This design comes from an exercise in tuning for small area on the open sky130 flow, not from production work.
Function was checked by simulation only, so behaviour that the tests miss may differ from the original.
Power is estimated from default activity; no workload was simulated.

==> flow/flow/run.sh <==
#!/bin/bash
# The standard layout (standard.sh), with these changes to how it is made:
#  - after the standard synthesis (bash standard.sh synth, unchanged), the
#    full adders' polarities are chosen again to need fewer inverters
#    (fapol.py), and the combinational logic between the flip-flops and
#    full adders is mapped again for area with ABC (remap.tcl, remap.abc);
#    the flip-flops keep their cells and names;
#  - clock tree synthesis adds no dummy loads and puts up to 18 flip-flops
#    within 80 um under each clkbuf_8 leaf buffer;
#  - every input and output port still gets its own buffer, a buf_1.
# Logs: make's output in synth.log and layout.log, fapol.py's in fapol.log,
# yosys's in remap.log; each ORFS step's log is under orfs/logs/.
set -euo pipefail
here=$(pwd)
res=$here/orfs/results/$FLOW_PLATFORM/pc_decim/base
bash standard.sh synth > synth.log 2>&1
cp $res/1_2_yosys.v $here/standard_1_2_yosys.v
python3 flow/fapol.py $here/standard_1_2_yosys.v $here/fapol.v > fapol.log 2>&1
export REMAP_LIB=$FLOW_HOME/platforms/sky130hd/lib/sky130_fd_sc_hd__tt_025C_1v80.lib
export REMAP_IN=$here/fapol.v
export REMAP_OUT=$here/remap.v
export REMAP_SCRIPT=$here/flow/remap.abc
export REMAP_KEEP="$(grep -oE 'sky130_fd_sc_hd__(df|edf|sdf|fa_|dl|conb)[a-z0-9_]*' $here/standard_1_2_yosys.v | sort -u | tr '\n' ' ')"
export REMAP_DONT_USE="$(make -s -C $FLOW_HOME DESIGN_CONFIG=$here/config.mk print-DONT_USE_CELLS 2>/dev/null | sed 's/^DONT_USE_CELLS: *//')"
yosys -c flow/remap.tcl > remap.log 2>&1
grep -q "sky130_fd_sc_hd__" remap.v
cp remap.v $res/1_2_yosys.v
rm -f $res/1_synth.odb $res/1_synth.sdc
export CTS_ARGS="-sink_clustering_enable -repair_clock_nets -dont_use_dummy_load -sink_clustering_size 18 -sink_clustering_max_diameter 80 -buf_list {sky130_fd_sc_hd__clkbuf_8}"
export BUFFER_PORTS_ARGS="-buffer_cell sky130_fd_sc_hd__buf_1"
bash standard.sh > layout.log 2>&1
==> flow/flow/fapol.py <==
#!/usr/bin/env python3
"""Re-choose the polarity of the full adders in a mapped sky130hd netlist.

A full adder is self-dual: FA(~a, ~b, ~c) = (~sum, ~cout).  Yosys's
extract_fa picks each adder's polarity on its own, which leaves many
inverters on adder inputs and outputs.  This script removes every inverter
that only feeds cell pins, then chooses for each fa cell whether it computes
the true or the complemented function so that as few signals as possible are
needed in both polarities, and adds one inverter per signal that still is.
The function of the netlist and all its other cells, flip-flops included, are
unchanged.

usage: fapol.py IN.v OUT.v
"""
import random
import re
import sys

INV_RE = re.compile(r'^sky130_fd_sc_hd__(inv|clkinv)_\d+$')
FA_RE = re.compile(r'^sky130_fd_sc_hd__fa_\d+$')
OUT_PINS = {'X', 'Y', 'Q', 'Q_N', 'SUM', 'COUT', 'HI', 'LO'}
FA_IN = ('A', 'B', 'CIN')
FA_OUT = ('SUM', 'COUT')


def main():
    src, dst = sys.argv[1], sys.argv[2]
    text = open(src).read()
    mods = re.findall(r'\bmodule\b', text)
    assert len(mods) == 1, 'expects one flat module'
    head_end = None
    inst_re = re.compile(r'^  (sky130_fd_sc_hd__\w+) (\S+)\s+\((.*?)\);\n', re.S | re.M)
    insts = []
    for m in inst_re.finditer(text):
        if head_end is None:
            head_end = m.start()
        pins = []
        for pm in re.finditer(r'\.(\w+)\(([^()]*)\)', m.group(3)):
            pins.append([pm.group(1), pm.group(2).strip()])
        insts.append({'type': m.group(1), 'name': m.group(2), 'pins': pins,
                      'span': (m.start(), m.end())})
    assert insts
    tail_start = insts[-1]['span'][1]
    head = text[:head_end]
    tail = text[tail_start:]
    # everything between instances must be blank
    for a, b in zip(insts, insts[1:]):
        assert text[a['span'][1]:b['span'][0]].strip() == '', 'unexpected text between cells'
    assert 'assign' not in head and 'assign' not in tail, 'assign statements not handled'
    assert 'sky130_fd_sc_hd__' not in head + tail, 'cell outside the parsed instances'

    ports = set()
    for m in re.finditer(r'^\s*(input|output|inout)\s+(\[[^\]]*\]\s*)?(\S+)\s*;', head, re.M):
        name = m.group(3)
        rng = m.group(2)
        if rng:
            hi, lo = [int(x) for x in rng.strip()[1:-1].split(':')]
            for i in range(min(hi, lo), max(hi, lo) + 1):
                ports.add('%s[%d]' % (name, i))
        ports.add(name)

    def is_port(n):
        return n in ports or n.startswith("1'b")

    driver = {}      # net -> (inst index, pin)
    sinks = {}       # net -> list of (inst index, pin slot)
    for i, c in enumerate(insts):
        for k, (p, n) in enumerate(c['pins']):
            if p in OUT_PINS:
                assert n not in driver, 'net with two drivers: ' + n
                driver[n] = (i, p)
            else:
                sinks.setdefault(n, []).append((i, k))

    # inverters that can go: output not a port
    removable = set()
    for i, c in enumerate(insts):
        if INV_RE.match(c['type']):
            out = [n for p, n in c['pins'] if p == 'Y'][0]
            if not is_port(out):
                removable.add(i)

    # root and parity of each net, looking through removable inverters
    memo = {}

    def root(n):
        if n in memo:
            return memo[n]
        r, q = n, 0
        seen = 0
        while r in driver and driver[r][0] in removable:
            i = driver[r][0]
            r = [nn for p, nn in insts[i]['pins'] if p == 'A'][0]
            q ^= 1
            seen += 1
            assert seen < 100
        memo[n] = (r, q)
        return memo[n]

    fa = [i for i, c in enumerate(insts) if FA_RE.match(c['type'])]
    fa_idx = {i: j for j, i in enumerate(fa)}
    flip = [0] * len(fa)

    # requirements: for each root, list of (sink fa index or -1, parity)
    reqs = {}
    for i, c in enumerate(insts):
        if i in removable:
            continue
        for k, (p, n) in enumerate(c['pins']):
            if p in OUT_PINS:
                continue
            r, q = root(n)
            reqs.setdefault(r, []).append((fa_idx.get(i, -1), q, i, k))
    # root drivers that are fa outputs
    rdrv = {}
    for r in reqs:
        d = driver.get(r)
        rdrv[r] = fa_idx.get(d[0], -1) if d else -1
        if d and d[0] in removable:
            raise SystemExit('root driven by a removable inverter')

    roots = list(reqs)
    # fa -> roots it touches
    touch = [set() for _ in fa]
    for r in roots:
        if rdrv[r] >= 0:
            touch[rdrv[r]].add(r)
        for s, q, i, k in reqs[r]:
            if s >= 0:
                touch[s].add(r)

    def need_inv(r):
        fd = flip[rdrv[r]] if rdrv[r] >= 0 else 0
        for s, q, i, k in reqs[r]:
            fs = flip[s] if s >= 0 else 0
            if q ^ fs != fd:
                return 1
        return 0

    cur = {r: need_inv(r) for r in roots}
    total = sum(cur.values())
    start = total
    rnd = random.Random(1)

    def try_flip(group):
        nonlocal total
        rs = set()
        for j in group:
            flip[j] ^= 1
            rs |= touch[j]
        new = {r: need_inv(r) for r in rs}
        delta = sum(new.values()) - sum(cur[r] for r in rs)
        return delta, new

    # adders chained through their carries flip together too
    chain_of = list(range(len(fa)))

    def find(x):
        while chain_of[x] != x:
            chain_of[x] = chain_of[chain_of[x]]
            x = chain_of[x]
        return x
    for j, i in enumerate(fa):
        cout = [n for p, n in insts[i]['pins'] if p == 'COUT'][0]
        r, _ = root(cout)
        for s, q, ii, k in reqs.get(r, []):
            if s >= 0:
                chain_of[find(s)] = find(j)
    chains = {}
    for j in range(len(fa)):
        chains.setdefault(find(j), []).append(j)
    groups = [[j] for j in range(len(fa))] + [g for g in chains.values() if len(g) > 1]

    temp = 1.0
    for it in range(40):
        improved = False
        order = list(range(len(groups)))
        rnd.shuffle(order)
        for gi in order:
            g = groups[gi]
            delta, new = try_flip(g)
            if delta < 0 or (delta == 0 and rnd.random() < 0.5) or \
                    (temp > 0.05 and delta > 0 and rnd.random() < pow(2.7, -delta / temp)):
                cur.update(new)
                total += delta
                if delta < 0:
                    improved = True
            else:
                for j in g:
                    flip[j] ^= 1
        temp *= 0.8
        if not improved and temp < 0.05:
            break
    # final greedy descent
    while True:
        improved = False
        for g in groups:
            delta, new = try_flip(g)
            if delta < 0:
                cur.update(new)
                total += delta
                improved = True
            else:
                for j in g:
                    flip[j] ^= 1
        if not improved:
            break
    total = sum(need_inv(r) for r in roots)

    # rewrite connections
    inv_net = {}
    new_cells = []
    new_wires = []

    def inverted(r):
        if r not in inv_net:
            k = len(inv_net)
            net = '_fapol_n%d_' % k
            inv_net[r] = net
            new_wires.append(net)
            new_cells.append('  sky130_fd_sc_hd__inv_1 _fapol_i%d_ (\n    .A(%s),\n    .Y(%s)\n  );\n'
                             % (k, fmt(r), net))
        return inv_net[r]

    def fmt(n):
        return n + ' ' if n.startswith('\\') else n

    for r in roots:
        fd = flip[rdrv[r]] if rdrv[r] >= 0 else 0
        for s, q, i, k in reqs[r]:
            fs = flip[s] if s >= 0 else 0
            insts[i]['pins'][k][1] = r if q ^ fs == fd else inverted(r)

    out = [head]
    for i, c in enumerate(insts):
        if i in removable:
            continue
        pins = ',\n'.join('    .%s(%s)' % (p, fmt(n)) for p, n in c['pins'])
        out.append('  %s %s (\n%s\n  );\n' % (c['type'], c['name'], pins))
    out.extend(new_cells)
    body = ''.join(out)
    decl = ''.join('  wire %s;\n' % w for w in new_wires)
    # declare the new wires right after the module's first declaration block
    idx = body.index(';\n', body.index('module')) + 2
    body = body[:idx] + decl + body[idx:]
    open(dst, 'w').write(body + tail)
    print('fapol: %d full adders, %d flipped, %d inverters removed, %d added (%d before)'
          % (len(fa), sum(flip), len(removable), len(new_cells), start), file=sys.stderr)


if __name__ == '__main__':
    main()
==> flow/flow/remap.abc <==
strash
dc2
&get -n
&dch -f
&nf -R 1000
&put
strash
&get -n
&dch -f
&nf -R 1000
&put
==> flow/flow/remap.tcl <==
# Re-map the combinational logic of the standard synthesis's netlist for area.
# Flip-flops and full adders (the cells REMAP_KEEP names) stay as they are,
# under their names; every other cell is read as its function and mapped again.
set lib $::env(REMAP_LIB)
yosys read_liberty -ignore_miss_func -ignore_miss_dir -ignore_miss_data_latch $lib
yosys read_verilog $::env(REMAP_IN)
yosys hierarchy -top $::env(FLOW_TOP)
set keep {}
foreach c [split $::env(REMAP_KEEP) " "] {
  if {$c ne ""} { lappend keep $c }
}
yosys setattr -mod -set keep_hierarchy 1 {*}$keep
yosys flatten
yosys opt_clean -purge
yosys stat -liberty $lib
set dont {}
foreach c [split $::env(REMAP_DONT_USE) " "] {
  if {$c ne ""} { lappend dont -dont_use $c }
}
yosys abc -liberty $lib {*}$dont -script $::env(REMAP_SCRIPT)
yosys setundef -zero
yosys splitnets
yosys opt_clean -purge
yosys hilomap -singleton -hicell sky130_fd_sc_hd__conb_1 HI -locell sky130_fd_sc_hd__conb_1 LO
yosys insbuf -buf sky130_fd_sc_hd__buf_4 A X
yosys opt_clean -purge
yosys stat -liberty $lib
yosys select $::env(FLOW_TOP)
yosys write_verilog -noattr -noexpr -nohex -nodec -selected $::env(REMAP_OUT)
==> flow/standard.sh <==
#!/bin/bash
# synth_recipe.tcl (not shown) runs the flow's synth.tcl, then flattens the netlist and writes it again
# the make line also repeats each setting of config.mk as NAME=value (left out here)
make -C /OpenROAD-flow-scripts/flow DESIGN_CONFIG=/design/flow/config.mk WORK_HOME=/design/flow/orfs CLKGATE_MAP_FILE= SYNTH_SCRIPT=/design/flow/synth_recipe.tcl "${@:-finish}"
==> flow/config.mk <==
export PLATFORM = sky130hd
export DESIGN_NAME = pc_decim
export DESIGN_NICKNAME = pc_decim
export VERILOG_FILES = /design/flow/design.v
export SDC_FILE = /design/flow/constraint.sdc
export NUM_CORES = 4
export LEC_CHECK = 0
export ABC_AREA = 1
export CAP_MARGIN = 20
export CORE_MARGIN = 2
export CORE_UTILIZATION = 50
export PLACE_DENSITY = 0.65
export SLEW_MARGIN = 20
==> flow/constraint.sdc <==
create_clock -name core_clock -period 25.0 [get_ports {clk}]
set_input_delay 5.0000 -clock core_clock [delete_from_list [all_inputs] [get_ports {clk}]]
set_output_delay 5.0000 -clock core_clock [all_outputs]
set_load 0.01 [all_outputs]
==> flow/design.v <==
module pc_decim (
    input  wire         clk,
    input  wire         rst,
    input  wire         cfg_we,
    input  wire [1:0]   cfg_ch,
    input  wire [31:0]  cfg_data,
    input  wire         mod_tick,
    input  wire [3:0]   mod_bits,
    output wire [3:0]   pc_valid,
    output wire [3:0]   pc_settled,
    output wire [127:0] pc_word
);
    reg [2:0] ph;
    always @(posedge clk)
        if (rst) ph <= 3'd0;
        else     ph <= ph + 3'd1;
    wire [1:0] new_order = cfg_data[26:25];
    wire [3:0] new_l2osr = cfg_data[24:21];
    wire       cfg_ok    = (new_order != 2'b11) && (new_l2osr >= 4'd4) && (new_l2osr <= 4'd12);
    wire [2:0] new_n     = {1'b0, new_order} + 3'd3;
    wire [5:0] new_s     = 6'd60 - new_n * new_l2osr;
    wire [7:0]  sd   [0:3];
    wire [3:0]  zf, lastb, clsf, alf, ofsf;
    wire [1:0]  ordf [0:3];
    wire [5:0]  sf   [0:3];
    wire [2:0]  nsf  [0:3];
    genvar c;
    generate
        for (c = 0; c < 4; c = c + 1) begin : g_ch
            wire [2:0] dg = ph - 2 * c;
            pc_decim_chan u_chan (
                .clk      (clk),
                .rst      (rst),
                .dig      (dg),
                .cfg_we   (cfg_we && (cfg_ch == c)),
                .cfg_ok   (cfg_ok),
                .cfg_data (cfg_data),
                .new_s    (new_s),
                .mod_tick (mod_tick),
                .mod_bit  (mod_bits[c]),
                .sd       (sd[c]),
                .zero     (zf[c]),
                .lastbit  (lastb[c]),
                .cls      (clsf[c]),
                .m_align  (alf[c]),
                .m_ofs    (ofsf[c]),
                .order    (ordf[c]),
                .s        (sf[c]),
                .nsamp    (nsf[c])
            );
            assign pc_valid[c] = clsf[c] && (dg == 3'd7);
        end
    endgenerate
    wire [2:0]  p4 = ph - 3'd4, p5 = ph - 3'd5, p6 = ph - 3'd6, p7 = ph - 3'd7;
    reg  [2:0]  cap4;
    reg  [10:0] cap5;
    reg  [18:0] cap6;
    always @(posedge clk) begin
        cap4 <= sd[p4[2:1]][7:5];
        cap5 <= {sd[p5[2:1]], cap4};
        cap6 <= {sd[p6[2:1]], cap5};
    end
    wire [1:0]  f     = p7[2:1];
    wire [23:0] t24   = {sd[f][4:0], cap6};
    wire [5:0]  s_f   = sf[f];
    wire [3:0]  sh    = (s_f > 6'd37) ? (s_f[3:0] - 4'd5) : 4'd0;    
    wire        clamp = lastb[f] && zf[f] && (t24 == 24'h800000);
    wire [23:0] t24c  = clamp ? (24'h7fffff & (24'hffffff << sh)) : t24;
    wire        ofsr  = ofsf[f];
    wire [23:0] x     = {t24c[23] ^ ofsr, t24c[22:0]};
    wire        fill  = !ofsr && x[23];
    wire [47:0] xs    = {{24{fill}}, x} >> sh;
    assign pc_word    = {4{alf[f] ? {x, 8'd0} : {{8{fill}}, xs[23:0]}}};
    assign pc_settled = {4{nsf[f] > ({1'b0, ordf[f]} + 3'd3)}};
endmodule
module pc_decim_chan (
    input  wire        clk,
    input  wire        rst,
    input  wire [2:0]  dig,         
    input  wire        cfg_we,
    input  wire        cfg_ok,
    input  wire [5:0]  new_s,
    input  wire [31:0] cfg_data,
    input  wire        mod_tick,
    input  wire        mod_bit,
    output wire [7:0]  sd,          
    output reg         zero,        
    output wire        lastbit,     
    output wire        cls,         
    output reg         m_align,     
    output reg         m_ofs,       
    output reg  [1:0]  order,
    output reg  [5:0]  s,           
    output reg  [2:0]  nsamp        
);
    reg        en;
    reg [3:0]  l2osr;
    wire [1:0] new_order = cfg_data[26:25];
    wire [3:0] new_l2osr = cfg_data[24:21];
    wire       restart   = cfg_we && cfg_ok && cfg_data[31] &&
                           (!en || (new_order != order) || (new_l2osr != l2osr));
    always @(posedge clk) begin
        if (rst)
            en <= 1'b0;
        else if (cfg_we && cfg_ok)
            en <= cfg_data[31];
        if (cfg_we && cfg_ok) begin
            m_align <= cfg_data[30] & cfg_data[29];
            m_ofs   <= cfg_data[30] & cfg_data[28];
            order  <= new_order;
            l2osr  <= new_l2osr;
            s      <= new_s;
        end
    end
    reg  [11:0] phase;
    wire [11:0] pmask = ~(12'hfff << l2osr);
    wire        wlast = &(phase | ~pmask);
    wire        tick  = mod_tick && en && !restart;
    always @(posedge clk) begin
        if (restart) begin
            phase <= 12'd0;
            nsamp <= 3'd0;
        end else if (tick) begin
            phase <= wlast ? 12'd0 : phase + 12'd1;
            if (wlast && nsamp != 3'd6)
                nsamp <= nsamp + 3'd1;
        end
    end
    reg v0, b0, k0, v1, b1, k1, clrp;
    reg a1, x1, c1, a2, x2, c2, clr, dump;
    always @(posedge clk) begin
        if (rst) begin
            v0   <= 1'b0;
            v1   <= 1'b0;
            clrp <= 1'b0;
            a1   <= 1'b0;
            a2   <= 1'b0;
            c1   <= 1'b0;
            c2   <= 1'b0;
            clr  <= 1'b0;
        end else if (dig == 3'd7) begin
            a1   <= v0 | tick;
            x1   <= v0 ? b0 : mod_bit;
            c1   <= v0 ? k0 : (tick & wlast);
            a2   <= v0 & (v1 | tick);
            x2   <= v1 ? b1 : mod_bit;
            c2   <= v0 & (v1 ? k1 : (tick & wlast));
            clr  <= clrp | restart;
            dump <= c2;
            v0   <= 1'b0;
            v1   <= 1'b0;
            clrp <= 1'b0;
        end else begin
            if (tick) begin
                if (!v0) begin
                    v0 <= 1'b1;
                    b0 <= mod_bit;
                    k0 <= wlast;
                end else begin
                    v1 <= 1'b1;
                    b1 <= mod_bit;
                    k1 <= wlast;
                end
            end
            if (restart)
                clrp <= 1'b1;
        end
    end
    assign cls     = c1 | c2;
    assign lastbit = c1 ? x1 : x2;
    reg [63:0] g1, g2, g3, g4, dd, nc1, nc2, nc3, nc4;
    wire        o3 = (order == 2'd0);
    wire        o4 = (order != 2'd2);
    wire        z3 = clr || o3;
    wire        z4 = clr || o4;
    wire [7:0]  o_g1 = clr ? 8'd0 : g1[7:0];
    wire [7:0]  o_g2 = clr ? 8'd0 : g2[7:0];
    wire [7:0]  o_g3 = z3  ? 8'd0 : g3[7:0];
    wire [7:0]  o_g4 = z4  ? 8'd0 : g4[7:0];
    wire [7:0]  o_dd = (clr || dump) ? 8'd0 : dd[7:0];
    wire [7:0]  m_c3 = o3 ? 8'hff : nc3[7:0];
    wire [7:0]  m_c4 = o4 ? 8'hff : nc4[7:0];
    wire        d0  = (dig == 3'd0);
    wire        eqd = (dig == s[5:3]);
    wire        gtd = (dig > s[5:3]);
    reg  [7:0]  one, ge;
    integer l;
    always @* begin
        for (l = 0; l < 8; l = l + 1) begin
            one[l] = eqd && (l == s[2:0]);
            ge[l]  = gtd || (eqd && (l >= s[2:0]));
        end
    end
    wire [7:0]  in1 = a1 ? (x1 ? one : ge) : 8'd0;
    wire [7:0]  in2 = a2 ? (x2 ? one : ge) : 8'd0;
    reg  [13:0] cy;      
    wire [13:0] ci = d0 ? 14'b11110000000000 : cy;
    wire [13:0] co;
    wire [7:0]  ga1, ga2, ga3, ga4, da;
    pc_decim_add u_a1 (.a(o_g1), .b(in1),               .ci(ci[0]), .s(ga1), .co(co[0]));
    pc_decim_add u_a2 (.a(o_g2), .b(a1 ? ga1 : 8'd0),   .ci(ci[1]), .s(ga2), .co(co[1]));
    pc_decim_add u_a3 (.a(o_g3), .b(a1 ? ga2 : 8'd0),   .ci(ci[2]), .s(ga3), .co(co[2]));
    pc_decim_add u_a4 (.a(o_g4), .b(a1 ? ga3 : 8'd0),   .ci(ci[3]), .s(ga4), .co(co[3]));
    pc_decim_add u_ad (.a(o_dd), .b(a1 ? ga4 : 8'd0),   .ci(ci[4]), .s(da),  .co(co[4]));
    wire [7:0]  gb1, gb2, gb3, gb4, db;
    pc_decim_add u_b1 (.a(ga1),               .b(in2),              .ci(ci[5]), .s(gb1), .co(co[5]));
    pc_decim_add u_b2 (.a(ga2),               .b(a2 ? gb1 : 8'd0),  .ci(ci[6]), .s(gb2), .co(co[6]));
    pc_decim_add u_b3 (.a(o3 ? 8'd0 : ga3),   .b(a2 ? gb2 : 8'd0),  .ci(ci[7]), .s(gb3), .co(co[7]));
    pc_decim_add u_b4 (.a(o4 ? 8'd0 : ga4),   .b(a2 ? gb3 : 8'd0),  .ci(ci[8]), .s(gb4), .co(co[8]));
    pc_decim_add u_bd (.a(c1 ? 8'd0 : da),    .b(a2 ? gb4 : 8'd0),  .ci(ci[9]), .s(db),  .co(co[9]));
    wire [7:0]  dsum = c1 ? da : db;
    wire [7:0]  y1, y2, y3, y4;
    pc_decim_add u_y1 (.a(dsum), .b(nc1[7:0]), .ci(ci[10]), .s(y1), .co(co[10]));
    pc_decim_add u_y2 (.a(y1),   .b(nc2[7:0]), .ci(ci[11]), .s(y2), .co(co[11]));
    pc_decim_add u_y3 (.a(y2),   .b(m_c3),     .ci(ci[12]), .s(y3), .co(co[12]));
    pc_decim_add u_y4 (.a(y3),   .b(m_c4),     .ci(ci[13]), .s(y4), .co(co[13]));
    assign sd = y4;
    wire [7:0]  w_c1 = cls ? ~dsum : (nc1[7:0] | {8{clr}});
    wire [7:0]  w_c2 = cls ? ~y1   : (nc2[7:0] | {8{clr}});
    wire [7:0]  w_c3 = cls ? ~y2   : (nc3[7:0] | {8{clr}});
    wire [7:0]  w_c4 = cls ? ~y3   : (nc4[7:0] | {8{clr}});
    always @(posedge clk) begin
        cy  <= co;
        g1  <= {gb1, g1[63:8]};
        g2  <= {gb2, g2[63:8]};
        g3  <= {gb3, g3[63:8]};
        g4  <= {gb4, g4[63:8]};
        dd  <= {db,  dd[63:8]};
        nc1 <= {w_c1, nc1[63:8]};
        nc2 <= {w_c2, nc2[63:8]};
        nc3 <= {w_c3, nc3[63:8]};
        nc4 <= {w_c4, nc4[63:8]};
        if (dig <= 3'd4)
            zero <= (d0 | zero) & ((dig == 3'd4) ? (sd[4:0] == 5'd0) : (sd == 8'd0));
    end
endmodule
module pc_decim_add (
    input  wire [7:0] a,
    input  wire [7:0] b,
    input  wire       ci,
    output wire [7:0] s,
    output wire       co
);
    wire [8:0] c;
    assign c[0] = ci;
    genvar i;
    generate
        for (i = 0; i < 8; i = i + 1) begin : g_bit
            assign s[i]   = a[i] ^ b[i] ^ c[i];
            assign c[i+1] = (a[i] & b[i]) | (c[i] & (a[i] ^ b[i]));
        end
    endgenerate
    assign co = c[8];
endmodule
==> results of run 1 <==
==> metrics by stage <==
step	instances	power [mW]	hold WS [ns]	util
floorplan	5414	4.83	0.310	-
global placement	7458	5.01	0.310	0.521
detailed placement	7458	5.01	0.312	0.521
CTS	7621	6.72	0.233	0.536
global route	7622	6.93	0.230	0.536
finish	7625	6.64	0.240	0.536
==> worst paths after layout <==
kind / start / to / slack [ns] / depth (start not counted)
hold / removal: g_ch[3].u_chan.dd[29] / g_ch[3].u_chan.dd[21] / 0.24 / 0
hold reg to reg: g_ch[3].u_chan.dd[29] / g_ch[3].u_chan.dd[21] / 0.24 / 0
setup reg to reg: ph[2] / g_ch[1].u_chan.zero / 10.83 / 37
setup / recovery: ph[2] / pc_word[72] / 3.38 / 42
==> power by group <==
group	internal (mW)	total (mW)	switching, mW
clock	0.587	1.72	1.13
combinational	0.204	0.645	0.441
sequential	4.23	4.28	0.0454
==> cell type report <==
class / count / area, um^2 / area share
repair buffers: 213 / 1020 / 0.0129
flip-flops and latches: 2580 / 52500 / 0.665
diodes: 4 / 10.0 / 0.000127
well taps: 1930 / 2410 / 0.0305
multi-input cells: 2544 / 20100 / 0.254
clock buffers: 163 / 2240 / 0.0284
inverters: 191 / 717 / 0.00907
==> routing by layer <==
metal	global-route usage	up-vias
li1	-	17786
met4	0.0474	12
met1	0.259	17885
met3	0.0401	202
met2	0.251	914
met5	0	-
==> results.toml, run 1 <==
[status]
outcome = "no timing/DRC/antenna violations"

[detailed_routing]
met2_length_um = 54300
met1Wirelength_um = 63300
routed_wl_um = 128000
firstDrtPassIters = 6
via_per_inst = 4.83
top_layer_used = "met5"
num_vias = 36799
wl_met3_um = 8050
antenna_left = 0
drt_iter0_markers = 2295
wl_per_cell_um = 16.8
drc_errors = 0

[worst_hold_path]
hp-class = "reg -> reg"

[place]
placed_cell_area_um2 = 76800
routabilityCongestion = 0.869
dp_hpwl_um = 91000
dp_slack_ns = 4.36
io_buffers = 155

[global_route]
grt_start_max_net_pins = 42
grt_first_pass_wirelength_um = 203000
grt_pass1_vias = 36626
grt_antenna_before_repair = 13
grt_overflow_total = 0
grtUsageTotal = 0.173

[worst_setup_path]
critPathKind = "reg -> out"
cp_common_cell = "fa_1"
crit_arrival_ns = 16.62
start_kind = "flip-flop"
crit_slowest_cell = "dfxtp_1"
cp.required_ns = 20.00
cp_top_family = "adder cells"
critical_path.max_fanout = 24
critPathBufInv = 4
end_kind = "output port"
max_stage_delay_ns = 0.81

[timing]
skew_ns = 0.0900
fmax_mhz = 46.3
drv_slew = 0
hold_viol_final = 0
setup_tns_ns = 0
setup_viol = 0
fin_ws_ns = 3.38
tightest_slew_ns = 1.10
fin_crit_sh = 0.865
max-slew-margin-rel = 0.261
fin_crit_ns = 21.62
grt_setup_unrepaired = "false"

[logic_synthesis]
syn_inst = 5414
yosysWarnings = 2
netlist_area_um2 = 74100
syn_area_per_cell_um2 = 13.7
synth.net_count = 5906

[clocking]
cts.sinks = 2580
clockBufferDepth = 3
clk_latency_ns = 0.91
cts_setup_buffers = 0
cts_buffers = 163
cts.repair.resized = 0
path_clk_slew_ns = 0.10
cts_hold_buffers = 0
cts_tree = "yes"
htreeDepth = 4
cts-root-buf = "clkbuf_8"

[power]
p_per_area_nw_per_um2 = 84.1
p_leak_nw = 29.1
peakVddDrop_mv = 0.0568

[final_layout]
area_delta_synth_final_pct = 6.73
final_common_cell = "dfxtp_1"
nets = 6185
fillers = 12328
drive_gt1_frac = 0.0399
layout_common_cells = "dfxtp_1, fa_1, nand2_1, nor2_1, a21oi_1"
fin_area_um2 = 79000

[floorplan]
start_util = 0.502
ios = 178
row_count = 141
core_um2 = 147000
fp.dieArea_um2 = 151000
die_x_um = 389
fp.dieH_um = 389

[job]
maxCapViolCount = 0
==> inputs of run 2 (changes only) <==
--- a/flow/design.v
+++ b/flow/design.v
@@ -93,3 +93,3 @@
     output reg  [5:0]  s,           
-    output reg  [2:0]  nsamp        
+    output wire [2:0]  nsamp        
 );
@@ -114,18 +114,20 @@
     end
-    reg  [11:0] phase;
+    wire        tick  = mod_tick && en && !restart;
+    reg v0, b0, v1, b1, clrp;
+    reg a1, x1, c1, a2, x2, c2, clr, dump;
+    wire n_a1 = v0 | tick;
+    wire n_a2 = v0 & (v1 | tick);
+    reg  [63:0] g1, g2, g3, g4, dd, nc1, nc2, nc3, nc4;
+    wire        fresh = clrp | restart;         
+    wire [11:0] phase = fresh ? 12'd0 : {g4[7:5], g3[7:5], g2[7:5], g1[7:5]};
+    wire [2:0]  ns    = fresh ? 3'd0  : dd[7:5];
     wire [11:0] pmask = ~(12'hfff << l2osr);
-    wire        wlast = &(phase | ~pmask);
-    wire        tick  = mod_tick && en && !restart;
-    always @(posedge clk) begin
-        if (restart) begin
-            phase <= 12'd0;
-            nsamp <= 3'd0;
-        end else if (tick) begin
-            phase <= wlast ? 12'd0 : phase + 12'd1;
-            if (wlast && nsamp != 3'd6)
-                nsamp <= nsamp + 3'd1;
-        end
-    end
-    reg v0, b0, k0, v1, b1, k1, clrp;
-    reg a1, x1, c1, a2, x2, c2, clr, dump;
+    wire        w0    = &(phase | ~pmask);                    
+    wire        w1    = &(phase | ~pmask | 12'd1) & !phase[0];  
+    wire        n_c1  = n_a1 & w0;
+    wire        n_c2  = n_a2 & w1;
+    wire [11:0] n_ph  = n_c1 ? {11'd0, n_a2} :
+                        n_c2 ? 12'd0 : phase + {10'd0, n_a2, n_a1 & !n_a2};
+    wire [2:0]  n_ns  = ((n_c1 | n_c2) && ns != 3'd6) ? ns + 3'd1 : ns;
+    assign nsamp = dd[7:5];
     always @(posedge clk) begin
@@ -141,9 +143,9 @@
         end else if (dig == 3'd7) begin
-            a1   <= v0 | tick;
+            a1   <= n_a1;
             x1   <= v0 ? b0 : mod_bit;
-            c1   <= v0 ? k0 : (tick & wlast);
-            a2   <= v0 & (v1 | tick);
+            c1   <= n_c1;
+            a2   <= n_a2;
             x2   <= v1 ? b1 : mod_bit;
-            c2   <= v0 & (v1 ? k1 : (tick & wlast));
-            clr  <= clrp | restart;
+            c2   <= n_c2;
+            clr  <= fresh;
             dump <= c2;
@@ -157,3 +159,2 @@
                     b0 <= mod_bit;
-                    k0 <= wlast;
                 end else begin
@@ -161,3 +162,2 @@
                     b1 <= mod_bit;
-                    k1 <= wlast;
                 end
@@ -170,3 +170,2 @@
     assign lastbit = c1 ? x1 : x2;
-    reg [63:0] g1, g2, g3, g4, dd, nc1, nc2, nc3, nc4;
     wire        o3 = (order == 2'd0);
@@ -183,2 +182,3 @@
     wire        d0  = (dig == 3'd0);
+    wire        d7  = (dig == 3'd7);
     wire        eqd = (dig == s[5:3]);
@@ -223,7 +223,7 @@
         cy  <= co;
-        g1  <= {gb1, g1[63:8]};
-        g2  <= {gb2, g2[63:8]};
-        g3  <= {gb3, g3[63:8]};
-        g4  <= {gb4, g4[63:8]};
-        dd  <= {db,  dd[63:8]};
+        g1  <= {d7 ? n_ph[2:0]  : gb1[7:5], gb1[4:0], g1[63:8]};
+        g2  <= {d7 ? n_ph[5:3]  : gb2[7:5], gb2[4:0], g2[63:8]};
+        g3  <= {d7 ? n_ph[8:6]  : gb3[7:5], gb3[4:0], g3[63:8]};
+        g4  <= {d7 ? n_ph[11:9] : gb4[7:5], gb4[4:0], g4[63:8]};
+        dd  <= {d7 ? n_ns       : db[7:5],  db[4:0],  dd[63:8]};
         nc1 <= {w_c1, nc1[63:8]};
==> results.toml, run 2 <==
[timing]
skew_ns = 0.117
fin_crit_ns = 21.81
fmax_mhz = 45.9
hold_viol_final = 0
fin_crit_sh = 0.872
max-slew-margin-rel = 0.187
setup_tns_ns = 0
setup_viol = 0
tightest_slew_ns = 1.21
fin_ws_ns = 3.19
drv_slew = 0
grt_setup_unrepaired = "false"

[detailed_routing]
wl_per_cell_um = 18.2
drc_errors = 0
num_vias = 37871
routed_wl_um = 139000
antenna_left = 0
firstDrtPassIters = 7
drt_iter0_markers = 2285
via_per_inst = 4.95

[final_layout]
area_delta_synth_final_pct = 6.84
final_cell_count_no_fill = 7656
drive_gt1_frac = 0.0417
final_common_cell = "dfxtp_1"
fin_area_um2 = 78600
nets = 6230
layout_common_cells = "dfxtp_1, fa_1, nand2_1, nor2_1, nand2b_1"

[place]
io_buffers = 155
dp_slack_ns = 4.27
dp_cells = 7488
dp_hpwl_um = 101000
placed_cell_area_um2 = 76400
routabilityCongestion = 0.889

[worst_setup_path]
end_kind = "output port"
max_stage_delay_ns = 0.96
cp.required_ns = 20.00
cp_common_cell = "fa_1"
r2r_end = "g_ch[3].u_chan.zero"
reg2reg_from = "ph[2]"
critical_path.max_fanout = 16
start_kind = "flip-flop"
crit_arrival_ns = 16.81
reg2reg_setup_slack_ns = 10.99
critPathKind = "reg -> out"
r2r_cells = 36
crit_slowest_cell = "a211oi_1"

[worst_hold_path]
min_to = "g_ch[1].u_chan.g4[9]"
hold_depth = 0
min-delay-start = "g_ch[1].u_chan.g4[17]"
hp-class = "reg -> reg"

[global_route]
grtUsageTotal = 0.187
grt_start_max_net_pins = 39
grt_overflow_total = 0
grt_antenna_before_repair = 7
grt_first_pass_wirelength_um = 217000
grt_pass1_vias = 37879

[logic_synthesis]
netlist_area_um2 = 73600
syn_area_per_cell_um2 = 13.5
synth.net_count = 5940
yosysWarnings = 2
syn_inst = 5444

[power]
power_mw = 6.49
p_leak_nw = 28.4
peakVddDrop_mv = 0.0555
p_per_area_nw_per_um2 = 82.6

[floorplan]
ios = 178
fp.dieH_um = 388
core_um2 = 146000
start_util = 0.504
fp.dieArea_um2 = 150000
die_x_um = 388
row_count = 140

[clocking]
cts.sinks = 2512
cts_hold_buffers = 0
cts_setup_buffers = 0
clockBufferDepth = 3
cts_tree = "yes"
htreeDepth = 4
cts-root-buf = "clkbuf_8"
clk_latency_ns = 0.93
cts.repair.resized = 0
path_clk_slew_ns = 0.11
cts_buffers = 161

[job]
maxCapViolCount = 0

[status]
outcome = "no timing/DRC/antenna violations"
==> run 2: final cells by class <==
cell class	instances	area [um^2]
inverters	214	803
multi-input cells	2619	21000
flip-flops and latches	2512	51100
fillers	12144	67300
well taps	1917	2400
diodes	7	17.5
repair buffers	226	1110
clock buffers	161	2220
==> run 2: power breakdown <==
group / switching, mW / internal [mW]
Combinational: 0.443 / 0.190
Clock: 1.11 / 0.580
Sequential: 0.0424 / 4.12
==> run 2: worst max-delay path by stage <==
stage	end	slack (ns)	startpoint
finish	pc_word[22]	3.19	ph[2]
CTS	pc_word[22]	3.21	ph[2]
global placement	pc_word[22]	4.52	ph[2]
floorplan	pc_word[35]	6.27	ph[1]
global route	pc_word[22]	2.31	ph[2]
detailed placement	pc_word[22]	4.27	ph[2]
==> run 2: metrics by stage <==
stage / hold slack, ns / util
global placement: 0.310 / 0.523
CTS: 0.261 / 0.539
floorplan: 0.310 / -
finish: 0.265 / 0.539
global route: 0.270 / 0.539
detailed placement: 0.312 / 0.523
==> run 2: routing by layer <==
| metal | GRT usage | up-vias | share of wire |
|---|---|---|---|
| li1 | - | 18048 | - |
| met1 | 0.273 | 18549 | 0.48 |
| met2 | 0.279 | 999 | 0.43 |
| met3 | 0.0338 | 269 | 0.053 |
| met4 | 0.0699 | 6 | 0.033 |
| met5 | 0 | - | 0.00027 |
==> run 2: worst max-delay path, delay by kind of cell, from the launching register on <==
kind                       cells  cell delay [ns]
DFF                            1             0.72
xor gates and xnor gates       1             0.25
and+or+nand+nor               17             3.61
buffers and inverters          2             0.68
muxes                          1             0.30
adders and majority gates     14             7.00
AOI/OAI and AO/OA              8             3.31
==> inputs of run 3 (changes only) <==
--- a/flow/flow/run.sh
+++ b/flow/flow/run.sh
@@ -28,3 +28,3 @@
 rm -f $res/1_synth.odb $res/1_synth.sdc
-export CTS_ARGS="-sink_clustering_enable -repair_clock_nets -dont_use_dummy_load -sink_clustering_size 18 -sink_clustering_max_diameter 80 -buf_list {sky130_fd_sc_hd__clkbuf_8}"
+export CTS_ARGS="-sink_clustering_enable -repair_clock_nets -dont_use_dummy_load -sink_clustering_size 10 -sink_clustering_max_diameter 50 -buf_list {sky130_fd_sc_hd__clkbuf_4}"
 export BUFFER_PORTS_ARGS="-buffer_cell sky130_fd_sc_hd__buf_1"
==> results.toml, run 3 <==
[power]
p_leak_nw = 28.7
peakVddDrop_mv = 0.0558
p_per_area_nw_per_um2 = 82.8
power_mw = 6.52

[job]
maxCapViolCount = 0

[worst_setup_path]
max_stage_delay_ns = 0.87
r2r_cells = 36
r2r_end = "g_ch[3].u_chan.zero"
critPathKind = "reg -> out"
cp_num_cells = 45
cp.required_ns = 20.00
reg2reg_setup_slack_ns = 11.00
reg2reg_from = "ph[2]"
end_kind = "output port"
cp_common_cell = "fa_1"
crit_slowest_cell = "a211oi_1"
crit_arrival_ns = 17.03
cp_top_family = "adder cells"
endpoint = "pc_word[22]"
critPathLaunch = "ph[2]"
critPathBufInv = 4
start_kind = "flip-flop"
critical_path.max_fanout = 16

[timing]
setup_tns_ns = 0
max-slew-margin-rel = 0.265
grt_setup_unrepaired = "false"
drv_slew = 0
fin_crit_ns = 22.03
fmax_mhz = 45.4
fin_crit_sh = 0.881
skew_ns = 0.146
whs_ns = 0.257
setup_viol = 0
hold_viol_final = 0
tightest_slew_ns = 1.10

[detailed_routing]
drc_errors = 0
antenna_left = 0
num_vias = 38839
firstDrtPassIters = 7
routed_wl_um = 141000
wl_per_cell_um = 18.0
drt_iter0_markers = 2558
via_per_inst = 4.97

[global_route]
grt_pass1_vias = 39182
grt_start_max_net_pins = 39
grt_overflow_total = 0
grt_antenna_before_repair = 10
grt_first_pass_wirelength_um = 221000
grtUsageTotal = 0.190

[final_layout]
drive_gt1_frac = 0.0661
nets = 6380
final_common_cell = "dfxtp_1"
layout_common_cells = "dfxtp_1, fa_1, nand2_1, nor2_1, clkbuf_4"
fin_util = 0.540
area_delta_synth_final_pct = 7.02
final_cell_count_no_fill = 7812

[clocking]
path_clk_slew_ns = 0.11
clockBufferDepth = 4
cts_tree = "yes"
cts_setup_buffers = 0
cts.sinks = 2512
cts_buffers = 311
cts.repair.resized = 0
clk_latency_ns = 1.26
htreeDepth = 5
cts_hold_buffers = 0
cts-root-buf = "clkbuf_4"

[floorplan]
fp.dieH_um = 388
row_count = 140
ios = 178
start_util = 0.504
core_um2 = 146000
fp.dieArea_um2 = 150000
die_x_um = 388

[logic_synthesis]
yosysWarnings = 2
syn_inst = 5444
syn_area_per_cell_um2 = 13.5
netlist_area_um2 = 73600
synth.net_count = 5940

[place]
dp_cells = 7488
io_buffers = 155
dp_hpwl_um = 101000
routabilityCongestion = 0.889

[status]
outcome = "no timing/DRC/antenna violations"

[worst_hold_path]
hp-class = "reg -> reg"
-- run 3: final cells by class --
type / instances / area [um^2]
antenna: 13 / 32.5
clock buffer: 311 / 2330
fill: 12288 / 67200
inverter: 214 / 803
multi-input combinational: 2619 / 21000
sequential: 2512 / 51100
tap: 1917 / 2400
timing repair buffer: 226 / 1110
-- run 3: where the power goes --
group / internal (mW) / switching, mW
Combinational: 0.190 / 0.440
Clock: 0.576 / 1.15
Sequential: 4.12 / 0.0425
Total: 4.89 / 1.63
-- run 3: worst min path at each step --
stage	depth (start not counted)	end	startpoint	slack, ns
after global routing	0	g_ch[0].u_chan.dd[30]	g_ch[0].u_chan.dd[38]	0.25
after global placement	0	g_ch[2].u_chan.nc2[36]	g_ch[2].u_chan.nc2[44]	0.31
after floorplan	0	cap5[0]	cap4[0]	0.31
after detailed placement	0	g_ch[0].u_chan.nc4[36]	g_ch[0].u_chan.nc4[44]	0.31
final	0	g_ch[1].u_chan.dd[51]	g_ch[1].u_chan.dd[59]	0.26
after CTS	0	g_ch[0].u_chan.dd[30]	g_ch[0].u_chan.dd[38]	0.23
-- run 3: routing by layer --
| metal | vias up | global-route usage | part of all wire |
|---|---|---|---|
| met5 | - | 0 | 0.00026 |
| met4 | 6 | 0.0819 | 0.038 |
| met3 | 332 | 0.0364 | 0.057 |
| met2 | 1160 | 0.283 | 0.43 |
| met1 | 18882 | 0.272 | 0.47 |
| li1 | 18459 | - | - |
-- run 3: through the flow --
stage | area (um^2) | setup WS (ns)
2_1_floorplan | 73600 | 6.27
3_3_place_gp | 76400 | 4.52
3_5_place_dp | 76400 | 4.27
4_1_cts | 78700 | 2.82
5_1_grt | 78700 | 1.89
6_report | 78700 | 2.97
==> inputs of run 4 (changes only) <==
--- a/flow/flow/run.sh
+++ b/flow/flow/run.sh
@@ -28,3 +28,3 @@
 rm -f $res/1_synth.odb $res/1_synth.sdc
-export CTS_ARGS="-sink_clustering_enable -repair_clock_nets -dont_use_dummy_load -sink_clustering_size 10 -sink_clustering_max_diameter 50 -buf_list {sky130_fd_sc_hd__clkbuf_4}"
+export CTS_ARGS="-sink_clustering_enable -repair_clock_nets -dont_use_dummy_load -sink_clustering_size 16 -sink_clustering_max_diameter 70 -buf_list {sky130_fd_sc_hd__clkbuf_8}"
 export BUFFER_PORTS_ARGS="-buffer_cell sky130_fd_sc_hd__buf_1"
==> results.toml, run 4 <==
[power]
p_per_area_nw_per_um2 = 83.2
p_leak_nw = 28.6
peakVddDrop_mv = 0.0535
power_mw = 6.56

[clocking]
clockBufferDepth = 3
cts.repair.resized = 0
cts-root-buf = "clkbuf_8"
cts_setup_buffers = 0
cts_hold_buffers = 0
cts_tree = "yes"
path_clk_slew_ns = 0.10
cts_buffers = 181
clk_latency_ns = 0.93
htreeDepth = 4
cts.sinks = 2512

[timing]
setup_tns_ns = 0
drv_slew = 0
fmax_mhz = 46.0
skew_ns = 0.114
fin_crit_sh = 0.870
max-slew-margin-rel = 0.220
tightest_slew_ns = 1.16
grt_setup_unrepaired = "false"
fin_crit_ns = 21.75
hold_viol_final = 0
whs_ns = 0.239
setup_viol = 0

[worst_setup_path]
end_kind = "output port"
start_kind = "flip-flop"
max_stage_delay_ns = 0.87
crit_slowest_cell = "nor4_1"
critical_path.max_fanout = 16
crit_arrival_ns = 16.75
critPathKind = "reg -> out"
cp.required_ns = 20.00
cp_common_cell = "fa_1"

[detailed_routing]
num_vias = 37917
drt_iter0_markers = 2434
routed_wl_um = 139000
via_per_inst = 4.94
wl_per_cell_um = 18.2
antenna_left = 0
drc_errors = 0
firstDrtPassIters = 10

[floorplan]
core_um2 = 146000
fp.dieH_um = 388
die_x_um = 388
start_util = 0.504
fp.dieArea_um2 = 150000
ios = 178
row_count = 140

[place]
placed_cell_area_um2 = 76400
routabilityCongestion = 0.889
io_buffers = 155
dp_hpwl_um = 101000

[job]
maxCapViolCount = 0

[final_layout]
final_common_cell = "dfxtp_1"
area_delta_synth_final_pct = 7.21
fillers = 12159
multi_input_area_um2 = 21000
fin_area_um2 = 78900
nets = 6250
layout_common_cells = "dfxtp_1, fa_1, nand2_1, nor2_1, nand2b_1"
drive_gt1_frac = 0.0450
regArea_um2 = 51100

[global_route]
grt_overflow_total = 0
grt_first_pass_wirelength_um = 217000
grtUsageTotal = 0.188
grt_antenna_before_repair = 6
grt_pass1_vias = 38037
grt_start_max_net_pins = 39

[logic_synthesis]
netlist_area_um2 = 73600
yosysWarnings = 2
syn_inst = 5444
syn_area_per_cell_um2 = 13.5
synth.net_count = 5940

[status]
outcome = "no timing/DRC/antenna violations"

[worst_hold_path]
hp-class = "reg -> reg"
## run 4: power breakdown
| group | internal (mW) | switching (mW) |
|---|---|---|
| sequential | 4.12 | 0.0425 |
| clock | 0.647 | 1.12 |
| combinational | 0.189 | 0.441 |
| total | 4.96 | 1.60 |
## run 4: worst max-delay path: cells and delay by family, from the launching register on
kind            cells  cell delay, ns
compound gates      8            3.21
xor+xnor            1            0.25
fa+ha+maj          14            7.01
buf+inv             4            0.90
flops               1            0.73
mux                 1            0.29
simple gates       17            3.44
## run 4: worst paths after layout
| kind | start | end | slack, ns | cells after the start |
|---|---|---|---|---|
| max | ph[2] | pc_word[22] | 3.25 | 45 |
| min | g_ch[3].u_chan.g2[48] | g_ch[3].u_chan.g2[40] | 0.24 | 0 |
| max reg2reg | ph[2] | g_ch[3].u_chan.zero | 10.99 | 36 |
| min reg2reg | g_ch[3].u_chan.g2[48] | g_ch[3].u_chan.g2[40] | 0.24 | 0 |
## run 4: metal layers
| layer | up-vias | share of wire | global-route usage |
|---|---|---|---|
| li1 | 18071 | - | - |
| met1 | 18562 | 0.48 | 0.273 |
| met2 | 1009 | 0.43 | 0.279 |
| met3 | 273 | 0.057 | 0.0344 |
| met4 | 2 | 0.037 | 0.0727 |
| met5 | - | 0.000093 | 0 |
## run 4: area by class of cell
cell class | instances | area share
antenna | 6 | 0.000190
clock buffer | 181 | 0.0316
inverter | 214 | 0.0102
multi-input combinational | 2619 | 0.266
sequential | 2512 | 0.648
tap | 1917 | 0.0304
timing repair buffer | 226 | 0.0141
## run 4: per-stage QoR
stage          instances  worst slack (ns)   util
2_1_floorplan       5444              6.27      -
3_3_place_gp        7487              4.52  0.523
3_5_place_dp        7488              4.27  0.523
4_1_cts             7669              3.22  0.540
5_1_grt             7670              2.32  0.540
6_report            7675              3.25  0.541
==> inputs of run 5 (changes only) <==
--- a/flow/config.mk
+++ b/flow/config.mk
@@ -11,2 +11,3 @@
 export CORE_UTILIZATION = 50
+export GPL_TIMING_DRIVEN = 0
 export PLACE_DENSITY = 0.65
==> results.toml, run 5 <==
[status]
outcome = "no timing/DRC/antenna violations"

[worst_setup_path]
critical_path.max_fanout = 22
end_kind = "output port"
cp.required_ns = 20.00
max_stage_delay_ns = 1.02
critPathKind = "reg -> out"
cp_common_cell = "fa_1"
start_kind = "flip-flop"
crit_slowest_cell = "dfxtp_1"
crit_arrival_ns = 18.27

[job]
maxCapViolCount = 0

[power]
p_leak_nw = 28.8
peakVddDrop_mv = 0.0623
p_per_area_nw_per_um2 = 83.9

[detailed_routing]
wl_per_cell_um = 17.9
drt_iter0_markers = 2561
antenna_left = 0
num_vias = 37871
via_per_inst = 4.91
drc_errors = 0
routed_wl_um = 138000
firstDrtPassIters = 6

[timing]
fin_crit_sh = 0.931
grt_setup_unrepaired = "false"
setup_viol = 0
setup_tns_ns = 0
fmax_mhz = 43.0
drv_slew = 0
hold_viol_final = 0
fin_crit_ns = 23.27
max-slew-margin-rel = 0.228
skew_ns = 0.112
tightest_slew_ns = 1.15

[final_layout]
drive_gt1_frac = 0.0583
area_delta_synth_final_pct = 7.87
layout_common_cells = "dfxtp_1, fa_1, nand2_1, nor2_1, nand2b_1"
fin_util = 0.544
final_common_cell = "dfxtp_1"
fillers = 12151
nets = 6295
multi_input_area_um2 = 21000
regArea_um2 = 51100

[clocking]
cts.repair.resized = 0
clockBufferDepth = 3
cts-root-buf = "clkbuf_8"
cts_setup_buffers = 0
cts_hold_buffers = 0
cts_buffers = 179
clk_latency_ns = 0.94
path_clk_slew_ns = 0.10
cts.sinks = 2512
htreeDepth = 4
cts_tree = "yes"

[logic_synthesis]
synth.net_count = 5940
netlist_area_um2 = 73600
syn_area_per_cell_um2 = 13.5
yosysWarnings = 2
syn_inst = 5444

[global_route]
grtUsageTotal = 0.187
grt_pass1_vias = 38062
grt_antenna_before_repair = 10
grt_overflow_total = 0
grt_start_max_net_pins = 40
grt_first_pass_wirelength_um = 217000

[place]
dp_hpwl_um = 100000
io_buffers = 155
routabilityCongestion = 0.892

[floorplan]
core_um2 = 146000
ios = 178
fp.dieArea_um2 = 150000
die_x_um = 388
row_count = 140
fp.dieH_um = 388
start_util = 0.504

[worst_hold_path]
hp-class = "reg -> reg"
[run 5: cell types whose count changed in the layout (fill, tap and decap cells not counted), moves of 4 or more]
cell,delta
buf_4,+35
nor2_1,-15
nor2_2,+15
dfxtp_1,-8
dfxtp_2,+8
buf_6,+5
or3_1,-4
or3_2,+4
[run 5: path summary, 6_finish.rpt]
check	startpoint	end	slack (ns)	depth (start not counted)
worst max register to register	ph[1]	cap6[18]	9.86	37
worst max-delay path	ph[1]	pc_word[50]	1.73	47
worst min register to register	g_ch[1].u_chan.g4[48]	g_ch[1].u_chan.g4[40]	0.23	0
worst min-delay path	g_ch[1].u_chan.g4[48]	g_ch[1].u_chan.g4[40]	0.23	0
[run 5: area by class of cell]
class,count,area share
Timing Repair Buffer,174,0.0103
Sequential cell,2512,0.644
Tap cell,1917,0.0302
Inverter,214,0.0101
Multi-Input combinational cell,2619,0.265
Clock buffer,179,0.0310
Antenna cell,5,0.000158
Buffer,99,0.00937
[run 5: through the flow]
stage / power, mW / instances / setup slack, ns / hold slack (ns) / cell area, um^2
floorplan: 4.68 / 5444 / 6.27 / 0.310 / 73600
global placement: 4.97 / 7516 / 2.30 / 0.310 / 76500
detailed placement: 4.98 / 7534 / 3.04 / 0.312 / 76900
CTS: 6.73 / 7713 / 1.94 / 0.221 / 79300
global route: 6.94 / 7717 / 0.879 / 0.235 / 79300
finish: 6.66 / 7719 / 1.73 / 0.232 / 79400
[run 5: worst max-delay path, delay by kind of cell, from the launching register on]
family                   cells  cell delay, ns
AO/OA/AOI/OAI                8            3.36
XOR/XNOR                     1            0.23
AND/OR/NAND/NOR             17            3.82
flip-flops                   1            1.02
adder cells (fa/ha/maj)     14            7.05
buffers and inverters        6            1.52
multiplexers                 1            0.35
[run 5: report_power, final]
group | internal (mW) | switching (mW) | leakage (nW)
Combinational | 0.272 | 0.463 | 7.16
Clock | 0.641 | 1.12 | 1.29
Sequential | 4.12 | 0.0441 | 20.4
Total | 5.03 | 1.62 | 28.8
[run 5: routing by layer]
metal  GRT usage  part of all wire  up-vias
met2       0.280              0.44      988
met3      0.0385             0.061      232
met4      0.0611             0.028       10
met5           0           0.00038        -
met1       0.271              0.47    18472
li1            -                 -    18169
==> inputs of run 6 (changes only) <==
--- a/flow/config.mk
+++ b/flow/config.mk
@@ -10,5 +10,5 @@
 export CORE_MARGIN = 2
-export CORE_UTILIZATION = 50
+export CORE_UTILIZATION = 70
 export GPL_TIMING_DRIVEN = 0
-export PLACE_DENSITY = 0.65
+export PLACE_DENSITY = 0.85
 export SLEW_MARGIN = 20
==> results.toml, run 6 <==
[status]
outcome = "no timing/DRC/antenna violations"

[clocking]
cts_buffers = 177
htreeDepth = 4
cts_setup_buffers = 0
cts_tree = "yes"
cts.repair.resized = 0
path_clk_slew_ns = 0.09
clk_latency_ns = 0.93
cts_hold_buffers = 0
clockBufferDepth = 3
cts-root-buf = "clkbuf_8"
cts.sinks = 2512

[worst_setup_path]
cp.required_ns = 20.00
critical_path.max_fanout = 22
crit_slowest_cell = "dfxtp_1"
start_kind = "flip-flop"
end_kind = "output port"
cp_common_cell = "fa_1"
crit_arrival_ns = 17.75
critPathKind = "reg -> out"
r2r_cells = 38
max_stage_delay_ns = 0.97

[global_route]
grt_overflow_total = 0
grt_start_max_net_pins = 41
grtUsageTotal = 0.281
grt_antenna_before_repair = 11
grt_first_pass_wirelength_um = 229000
grt_pass1_vias = 40980

[final_layout]
fin_util = 0.756
drive_gt1_frac = 0.0567
fin_area_um2 = 78600
layout_common_cells = "dfxtp_1, fa_1, nand2_1, nor2_1, nand2b_1"
fillers = 6063
final_common_cell = "dfxtp_1"
nets = 6285
area_delta_synth_final_pct = 6.77
final_cell_count_no_fill = 7172

[power]
p_leak_nw = 28.8
peakVddDrop_mv = 0.0729
p_per_area_nw_per_um2 = 84.7

[timing]
hold_viol_final = 0
drv_slew = 0
setup_tns_ns = 0
skew_ns = 0.0956
setup_viol = 0
fin_ws_ns = 2.25
grt_setup_unrepaired = "false"
fin_crit_ns = 22.75
max-slew-margin-rel = 0.275
tightest_slew_ns = 1.09
fmax_mhz = 44.0
fin_crit_sh = 0.910

[place]
placed_cell_area_um2 = 76100
io_buffers = 155
dp_cells = 6990
dp_hpwl_um = 105000
routabilityCongestion = 0.940
dp_slack_ns = 3.47

[detailed_routing]
firstDrtPassIters = 8
num_vias = 39282
drc_errors = 0
drt_iter0_markers = 3568
antenna_left = 0
wl_per_cell_um = 20.7
via_per_inst = 5.48
routed_wl_um = 148000

[logic_synthesis]
netlist_area_um2 = 73600
yosysWarnings = 2
syn_area_per_cell_um2 = 13.5
synth.net_count = 5940
syn_inst = 5444

[floorplan]
fp.dieH_um = 328
core_um2 = 104000
fp.dieArea_um2 = 108000
die_x_um = 328
start_util = 0.708
row_count = 118
ios = 178

[job]
maxCapViolCount = 0

[worst_hold_path]
hp-class = "reg -> reg"
hold_depth = 0
run 6: routing by layer:
layer | wire length, um | track usage | up-vias
li1 | - | - | 18151
met1 | 61100 | 0.373 | 19293
met2 | 71700 | 0.458 | 1458
met3 | 9680 | 0.0519 | 366
met4 | 5850 | 0.118 | 14
met5 | 88 | 0 | -
run 6: power by group:
| group | switching [mW] | total, mW | internal (mW) |
|---|---|---|---|
| logic | 0.452 | 0.719 | 0.267 |
| clock network | 1.13 | 1.76 | 0.635 |
| registers | 0.0503 | 4.17 | 4.12 |
run 6: cell type report:
type,count,area (um^2),share of cell area
tap,1380,1730,0.0220
multi-input combinational,2619,21000,0.268
antenna,5,12.5,0.000159
clock buffer,177,2440,0.0310
sequential,2512,51100,0.651
timing repair buffer,166,713,0.00908
buffer,99,743,0.00946
inverter,214,803,0.0102
run 6: final timing paths:
kind,startpoint,endpoint,slack [ns]
setup / recovery,ph[1],pc_word[64],2.25
hold / removal,g_ch[3].u_chan.nc4[8],g_ch[3].u_chan.nc4[0],0.26
setup reg to reg,ph[1],g_ch[3].u_chan.zero,10.23
hold reg to reg,g_ch[3].u_chan.nc4[8],g_ch[3].u_chan.nc4[0],0.26
run 6: stage by stage:
stage	hold WS (ns)	power (mW)
2_1_floorplan	0.310	4.68
3_3_place_gp	0.310	4.94
3_5_place_dp	0.312	4.97
4_1_cts	0.255	6.67
5_1_grt	0.260	6.87
6_report	0.260	6.65
run 6: worst max-delay path, delay by kind of cell, from the launching register on:
kind | cells | cell delay (ns)
flops | 1 | 0.97
mux | 2 | 0.50
xor+xnor | 1 | 0.27
simple gates | 15 | 3.53
buf+inv | 6 | 1.45
fa+ha+maj | 14 | 7.23
compound gates | 8 | 2.88
==> inputs of run 7 (changes only) <==
--- a/flow/flow/run.sh
+++ b/flow/flow/run.sh
@@ -7,4 +7,4 @@
 #    the flip-flops keep their cells and names;
-#  - clock tree synthesis adds no dummy loads and puts up to 18 flip-flops
-#    within 80 um under each clkbuf_8 leaf buffer;
+#  - clock tree synthesis adds no dummy loads and puts up to 16 flip-flops
+#    within 70 um under each clkbuf_8 leaf buffer;
 #  - every input and output port still gets its own buffer, a buf_1.
--- a/flow/config.mk
+++ b/flow/config.mk
@@ -10,5 +10,4 @@
 export CORE_MARGIN = 2
-export CORE_UTILIZATION = 70
-export GPL_TIMING_DRIVEN = 0
-export PLACE_DENSITY = 0.85
+export CORE_UTILIZATION = 50
+export PLACE_DENSITY = 0.65
 export SLEW_MARGIN = 20
==> results.toml, run 7 <==
[clocking]
cts_buffers = 181
clockBufferDepth = 3
cts.repair.resized = 0
cts_setup_buffers = 0
cts-root-buf = "clkbuf_8"
cts_hold_buffers = 0
path_clk_slew_ns = 0.10
cts_tree = "yes"
clk_latency_ns = 0.93
cts.sinks = 2512
htreeDepth = 4

[place]
dp_hpwl_um = 101000
io_buffers = 155
routabilityCongestion = 0.889
placed_cell_area_um2 = 76400

[worst_setup_path]
critical_path.max_fanout = 16
crit_arrival_ns = 16.75
critPathKind = "reg -> out"
cp_top_family = "adder cells"
max_stage_delay_ns = 0.87
crit_slowest_cell = "nor4_1"
cp.required_ns = 20.00
critPathBufInv = 4
start_kind = "flip-flop"
cp_common_cell = "fa_1"
end_kind = "output port"

[global_route]
grt_overflow_total = 0
grt_use_met1 = 0.273
grt_antenna_before_repair = 6
grt_start_max_net_pins = 39
grtUsageTotal = 0.188
busiest_layer = "met2"
grt_first_pass_wirelength_um = 217000
grt_pass1_vias = 38037
gr-usage-met2 = 0.279
use_met3 = 0.0344

[final_layout]
fin_area_um2 = 78900
area_delta_synth_final_pct = 7.21
final_common_cell = "dfxtp_1"
nets = 6250
drive_gt1_frac = 0.0450
layout_common_cells = "dfxtp_1, fa_1, nand2_1, nor2_1, nand2b_1"

[floorplan]
fp.dieH_um = 388
die_x_um = 388
fp.dieArea_um2 = 150000
row_count = 140
core_um2 = 146000
start_util = 0.504
ios = 178

[detailed_routing]
drt_iter0_markers = 2434
routed_wl_um = 139000
num_vias = 37917
drc_errors = 0
wl_per_cell_um = 18.2
firstDrtPassIters = 10
antenna_left = 0
via_per_inst = 4.94

[logic_synthesis]
netlist_area_um2 = 73600
synth.net_count = 5940
syn_inst = 5444
syn_area_per_cell_um2 = 13.5
yosysWarnings = 2

[timing]
fin_crit_sh = 0.870
grt_setup_unrepaired = "false"
tightest_slew_ns = 1.16
skew_ns = 0.114
drv_slew = 0
setup_viol = 0
fmax_mhz = 46.0
setup_tns_ns = 0
hold_viol_final = 0
max-slew-margin-rel = 0.220
fin_crit_ns = 21.75

[job]
maxCapViolCount = 0

[power]
p_leak_nw = 28.6
power_mw = 6.56
peakVddDrop_mv = 0.0535
p_per_area_nw_per_um2 = 83.2

[worst_hold_path]
hp-class = "reg -> reg"

[status]
outcome = "no timing/DRC/antenna violations"
## run 7: final timing paths
check / to / startpoint / cells after the start / slack [ns]
hold / removal: g_ch[3].u_chan.g2[40] / g_ch[3].u_chan.g2[48] / 0 / 0.24
setup / recovery: pc_word[22] / ph[2] / 45 / 3.25
hold reg to reg: g_ch[3].u_chan.g2[40] / g_ch[3].u_chan.g2[48] / 0 / 0.24
setup reg to reg: g_ch[3].u_chan.zero / ph[2] / 36 / 10.99
## run 7: layer usage
metal | vias up | part of all wire
met5 | - | 0.000093
met4 | 2 | 0.037
met3 | 273 | 0.057
met2 | 1009 | 0.43
met1 | 18562 | 0.48
li1 | 18071 | -
## run 7: worst reg2reg max path, delay by kind of cell, from the launching register on
family,cells,cell delay [ns]
AOI/OAI and AO/OA,5,1.86
xor gates and xnor gates,1,0.25
adders and majority gates,17,8.58
buffers and inverters,2,0.38
DFF,1,0.73
and+or+nand+nor,11,1.97
## run 7: layout make-up
cell class | instances | area (um^2)
flip-flops and latches | 2512 | 51100
fillers | 12159 | 67000
well taps | 1917 | 2400
multi-input cells | 2619 | 21000
inverters | 214 | 803
clock buffers | 181 | 2490
repair buffers | 226 | 1110
diodes | 6 | 15.0
## run 7: report_power, final
part / switching (mW) / internal [mW] / leakage (nW)
clock network: 1.12 / 0.647 / 1.30
logic: 0.441 / 0.189 / 6.90
registers: 0.0425 / 4.12 / 20.4
## run 7: metrics by stage
step | utilization | instances | hold WS, ns | worst slack, ns
after floorplan | - | 5444 | 0.310 | 6.27
after global placement | 0.523 | 7487 | 0.310 | 4.52
after detailed placement | 0.523 | 7488 | 0.312 | 4.27
after CTS | 0.540 | 7669 | 0.228 | 3.22
after global routing | 0.540 | 7670 | 0.225 | 2.32
final | 0.541 | 7675 | 0.239 | 3.25
==> inputs of run 8 (changes only) <==
--- a/flow/config.mk
+++ b/flow/config.mk
@@ -8,3 +8,3 @@
 export ABC_AREA = 1
-export CAP_MARGIN = 20
+export CAP_MARGIN = 0
 export CORE_MARGIN = 2
@@ -12,2 +12,2 @@
 export PLACE_DENSITY = 0.65
-export SLEW_MARGIN = 20
+export SLEW_MARGIN = 0
==> results.toml, run 8 <==
[clocking]
path_clk_slew_ns = 0.10
htreeDepth = 4
cts_tree = "yes"
cts_setup_buffers = 0
cts_hold_buffers = 0
cts.repair.resized = 0
cts.sinks = 2512
cts_buffers = 180
clk_latency_ns = 0.94
clockBufferDepth = 3
cts-root-buf = "clkbuf_8"

[floorplan]
row_count = 140
start_util = 0.504
fp.dieH_um = 388
fp.dieArea_um2 = 150000
die_x_um = 388
core_um2 = 146000
ios = 178

[power]
clkPwrFrac = 0.269
p_sw_mw = 1.60
combPwrFrac = 0.096
p_per_area_nw_per_um2 = 83.2
switching_share = 0.244
p_leak_nw = 28.6
peakVddDrop_mv = 0.0547
power_mw = 6.56
p_int_mw = 4.96
seqPwrFrac = 0.635

[place]
io_buffers = 155
routabilityCongestion = 0.889
dp_hpwl_um = 101000

[global_route]
grt_start_max_net_pins = 39
use_met3 = 0.0369
grt_antenna_before_repair = 9
gr-usage-met2 = 0.284
grtUsageTotal = 0.187
grt_overflow_total = 0
grt_use_met1 = 0.269
grt_pass1_vias = 37989
grt_first_pass_wirelength_um = 217000
busiest_layer = "met2"

[timing]
grt_setup_unrepaired = "false"
drv_slew = 0
hold_viol_final = 0
skew_ns = 0.101
setup_tns_ns = 0
setup_viol = 0
fmax_mhz = 46.0
max-slew-margin-rel = 0.0874
fin_crit_sh = 0.870
fin_crit_ns = 21.75
tightest_slew_ns = 1.37

[detailed_routing]
via_per_inst = 4.93
antenna_left = 0
drc_errors = 0
routed_wl_um = 139000
num_vias = 37857
firstDrtPassIters = 9
drt_iter0_markers = 2515
wl_per_cell_um = 18.1

[logic_synthesis]
yosysWarnings = 2
synth.net_count = 5940
netlist_area_um2 = 73600
syn_inst = 5444
syn_area_per_cell_um2 = 13.5

[worst_setup_path]
crit_slowest_cell = "a211oi_1"
critPathKind = "reg -> out"
cp_common_cell = "fa_1"
critical_path.max_fanout = 16
crit_arrival_ns = 16.75
end_kind = "output port"
max_stage_delay_ns = 0.91
cp.required_ns = 20.00
start_kind = "flip-flop"

[worst_hold_path]
hp-class = "reg -> reg"

[final_layout]
area_delta_synth_final_pct = 7.18
drive_gt1_frac = 0.0445
layout_common_cells = "dfxtp_1, fa_1, nand2_1, nor2_1, nand2b_1"
nets = 6248
fillers = 12182
fin_util = 0.540
final_common_cell = "dfxtp_1"

[status]
outcome = "no timing/DRC/antenna violations"

[job]
maxCapViolCount = 0
[run 8: final timing paths]
| kind | start | endpoint | slack (ns) | cells past startpoint |
|---|---|---|---|---|
| worst max-delay path | ph[2] | pc_word[22] | 3.25 | 45 |
| worst min-delay path | g_ch[0].u_chan.nc4[57] | g_ch[0].u_chan.nc4[49] | 0.24 | 0 |
| worst max register to register | ph[2] | g_ch[3].u_chan.zero | 11.10 | 36 |
| worst min register to register | g_ch[0].u_chan.nc4[57] | g_ch[0].u_chan.nc4[49] | 0.24 | 0 |
[run 8: worst max-delay path: cells and delay by family (launching register included)]
family | cells | cell delay (ns)
adders and majority gates | 14 | 6.96
muxes | 1 | 0.32
and+or+nand+nor | 17 | 3.43
xor gates and xnor gates | 1 | 0.25
DFF | 1 | 0.72
AOI/OAI and AO/OA | 8 | 3.26
buffers and inverters | 4 | 0.87
[run 8: power by group through the flow]
stage | registers [mW] | logic, mW | clock network (mW)
finish | 4.16 | 0.630 | 1.76
floorplan | 4.24 | 0.443 | 0
global route | 4.18 | 0.669 | 1.98
detailed placement | 4.26 | 0.621 | 0
CTS | 4.17 | 0.624 | 1.84
global placement | 4.26 | 0.620 | 0
[run 8: layer usage]
| metal | share of wire | vias up |
|---|---|---|
| li1 | - | 18064 |
| met1 | 0.48 | 18570 |
| met2 | 0.44 | 952 |
| met3 | 0.058 | 263 |
| met4 | 0.031 | 8 |
| met5 | 0.00028 | - |
[run 8: cell type report]
class	instances	area (um^2)	area share
tap	1917	2400	0.0304
multi-input combinational	2619	21000	0.266
antenna	6	15.0	0.000190
inverter	214	803	0.0102
clock buffer	180	2480	0.0314
sequential	2512	51100	0.648
timing repair buffer	225	1110	0.0141
[run 8: stage by stage]
stage	cells	instance area [um^2]	setup slack (ns)	hold WS (ns)
floorplan	5444	73600	6.27	0.310
global placement	7487	76400	4.52	0.310
detailed placement	7487	76400	4.31	0.312
CTS	7667	78800	3.24	0.230
global route	7671	78800	2.34	0.220
finish	7673	78800	3.25	0.236

## static timing again, ports no longer ideal
How much do the figures lean on ideal ports? The routed layouts below were timed once more, with nothing changed but the port constraints. Step 1 sets driving cells, clkbuf_16 on the clock port and buf_2 on the other inputs (assumed; they add their load-dependent delay and slew). Step 2 times the ports against the registers' clock, not the clock port: input delays grow and output delays shrink by t, the midpoint of the rising clock arrivals with the driver on. Slacks: ideal / step 1 / step 2; pairs: ideal / step 1.
run | t, ns | setup slack, ns | hold WS [ns] | latest minus earliest clock arrival (ns) | worst register clock-pin slew, ns
run 1 | 0.953 | 3.380 / 3.308 / 4.261 | 0.240 / 0.240 / 0.240 | 0.128 / 0.128 | 0.12 / 0.12
run 2 | 0.939 | 3.192 / 3.127 / 4.066 | 0.265 / 0.265 / 0.265 | 0.117 / 0.117 | 0.12 / 0.12
run 3 | 1.244 | 2.975 / 2.905 / 4.149 | 0.257 / 0.257 / 0.257 | 0.166 / 0.166 | 0.11 / 0.11
run 4 | 0.938 | 3.254 / 3.183 / 4.121 | 0.239 / 0.239 / 0.239 | 0.137 / 0.136 | 0.10 / 0.10
run 5 | 0.944 | 1.729 / 1.656 / 2.600 | 0.232 / 0.232 / 0.232 | 0.140 / 0.140 | 0.10 / 0.10
run 6 | 0.948 | 2.248 / 2.175 / 3.124 | 0.260 / 0.260 / 0.260 | 0.106 / 0.105 | 0.11 / 0.11
run 7 | 0.938 | 3.254 / 3.183 / 4.121 | 0.239 / 0.239 / 0.239 | 0.137 / 0.136 | 0.10 / 0.10
run 8 | 0.956 | 3.248 / 3.176 / 4.133 | 0.236 / 0.236 / 0.236 | 0.145 / 0.145 | 0.10 / 0.10
After both steps setup and hold are still met in every run listed.
